Source: an optimization exercise on an open RTL-to-GDS flow (aim: small area, a short achievable clock period and few clock cycles). Production flows keep margins and buffers that such runs may drop. Only simulation tests tie the RTL to the original design; equivalence was not proved.

## d8_blend
module d8_blend (
    input  wire        clk,
    input  wire        rst,         
    input  wire        in_valid,
    output wire        in_ready,
    input  wire        in_first,    
    input  wire        in_last,     
    input  wire [29:0] in_bg,       
    input  wire        in_lay,      
    input  wire        in_solid,    
    input  wire [2:0]  in_fmt,      
    input  wire [1:0]  in_mode,     
    input  wire [11:0] in_pa,       
    input  wire [31:0] in_pix,      
    output reg         out_valid,
    input  wire        out_ready,
    output reg  [29:0] out_pix      
);
Size: about 5,700 cells after synthesis, about 400 flip-flops, roughly 44,000 um2 of cells after synthesis.
==> flow/config.mk <==
export PLATFORM = sky130hd
export DESIGN_NAME = d8_blend
export DESIGN_NICKNAME = d8_blend
export VERILOG_FILES = /design/flow/design.v
export SDC_FILE = /design/flow/constraint.sdc
export NUM_CORES = 4
export LEC_CHECK = 0
export ABC_AREA = 1
export CAP_MARGIN = 20
export CORE_MARGIN = 2
export CORE_UTILIZATION = 55
export CTS_CLUSTER_DIAMETER = 100
export CTS_CLUSTER_SIZE = 30
export SLEW_MARGIN = 20
==> flow/constraint.sdc <==
create_clock -name core_clock -period 25.0 [get_ports {clk}]
set_input_delay 5.0000 -clock core_clock [delete_from_list [all_inputs] [get_ports {clk}]]
set_output_delay 5.0000 -clock core_clock [all_outputs]
set_load 0.01 [all_outputs]
standard.sh (not shown) runs the stock make flow with config.mk's settings and CLKGATE_MAP_FILE= SYNTH_SCRIPT=/design/flow/synth_recipe.tcl, a recipe that flattens the netlist after the stock synthesis.
==> flow/flow/run.sh <==
#!/bin/bash
# Own layout flow: the standard flow, with the timing repair aiming for a
# tighter setup margin than the design's 25 ns clock asks for, so that the
# achieved period shrinks. Constraints (clock period, I/O delays) unchanged.
export SETUP_SLACK_MARGIN=18.15
bash standard.sh > standard.log 2>&1
The baseline produced a clean layout.
Testbench counts at the start, summed over its fixed seeds: cycles 74,862.
Next try:
==> flow/flow/run.sh (replaced) <==
#!/bin/bash
# Own layout flow: the standard flow, with the timing repair aiming for a
# tighter setup margin than the design's 25 ns clock asks for, so that the
# achieved period shrinks. Constraints (clock period, I/O delays) unchanged.
export SETUP_SLACK_MARGIN=18.6
bash standard.sh > standard.log 2>&1
CTS_CLUSTER_DIAMETER = default   (was 100)
CTS_CLUSTER_SIZE = default   (was 30)
After rerunning: Sequential share of layout area fell by 1.8 points; count of clock-buffer cells in the layout climbs by 37; non-clock buffer count goes up by 129; utilization climbs by 4.9 points; clock skew increases by 42 ps.

---

Starting RTL as in the previous note.
export LEC_CHECK = 0
export ABC_AREA = 1
export CAP_MARGIN = 20
export CORE_MARGIN = 2
export CORE_UTILIZATION = 55
export SLEW_MARGIN = 20
create_clock -name core_clock -period 25.0 [get_ports {clk}]
==> flow/flow/run.sh <==
#!/bin/bash
# Own layout flow: the standard flow, with the timing repair aiming for a
# tighter setup margin than the design's 25 ns clock asks for, so that the
# achieved period shrinks. Constraints (clock period, I/O delays) unchanged.
export SETUP_SLACK_MARGIN=18.8
bash standard.sh > standard.log 2>&1
The first run passed the timing, DRC and antenna checks.
Testbench counts at the start, summed over its fixed seeds: cycles 74,862.
Rerun with:
--- a/flow/flow/run.sh
+++ b/flow/flow/run.sh
@@ -4,3 +4,3 @@
 # achieved period shrinks. Constraints (clock period, I/O delays) unchanged.
-export SETUP_SLACK_MARGIN=18.8
+export SETUP_SLACK_MARGIN=18.3
 bash standard.sh > standard.log 2>&1
What happened: The new run produced a clean layout; via count fell by 4.1%; count of clock-buffer cells in the layout fell by 1; wire length fell by 6.5%; hold slack loses 0.0034 ns; clock skew rose by 0.011 ns; register-to-register slack loses 0.12 ns; die area stays the same; final cell count fell by 2.6%; design area fell by 8.2%.
Rerun with:
--- a/flow/flow/run.sh
+++ b/flow/flow/run.sh
@@ -4,3 +4,3 @@
 # achieved period shrinks. Constraints (clock period, I/O delays) unchanged.
-export SETUP_SLACK_MARGIN=18.3
+export SETUP_SLACK_MARGIN=18.0
 bash standard.sh > standard.log 2>&1
Settings changed: CTS_CLUSTER_DIAMETER set to 100, CTS_CLUSTER_SIZE set to 30.
What happened:
- via count drops slightly
- cell count came out lower slightly
- first-iteration DRC count is lower by a few percent
- routed wire length hardly moves
- setup slack loses 0.18 ns
- clock skew came out lower by 0.012 ns
- global-route usage grows by 0.17 points
- flip-flop and latch count stays the same

==> port drivers added, routing unchanged <==
In the flow no input, the clock included, has a driving cell. The finished layouts below were timed again as built, in two steps. Step 1 assumes that a clkbuf_16 drives the clock port and a buf_2 every other input. Step 2 moves the port delays by t, midway between the first and last clock arrival at a register: inputs arrive t later, outputs are due t later. That takes back most of the time a late clock gives input paths. a / b / c = no drivers / after step 1 / after step 2; a / b = the first two.
run	t, ns	setup slack, ns	hold slack, ns	worst setup path at the end	worst register clock-pin slew, ns
the first run of note 1	0.651	18.267 / 18.199 / 17.799	0.426 / 0.426 / 0.426	input to register	0.11 / 0.11
the second run of note 1	0.678	18.466 / 18.466 / 18.032	0.410 / 0.410 / 0.410	input to register	0.07 / 0.07
the first run of note 2	0.666	18.566 / 18.566 / 18.003	0.410 / 0.410 / 0.410	input to register	0.08 / 0.08
the second run of note 2	0.672	18.316 / 18.245 / 17.830	0.407 / 0.407 / 0.407	input to register	0.07 / 0.07
the third run of note 2	0.666	18.133 / 18.063 / 17.595	0.426 / 0.426 / 0.426	input to register	0.11 / 0.11
After both steps setup and hold are still met in every run listed. The setup slack of the first run of note 2, which loses most, moves by 0.000 ns with the drivers and by -0.563 ns with both steps.
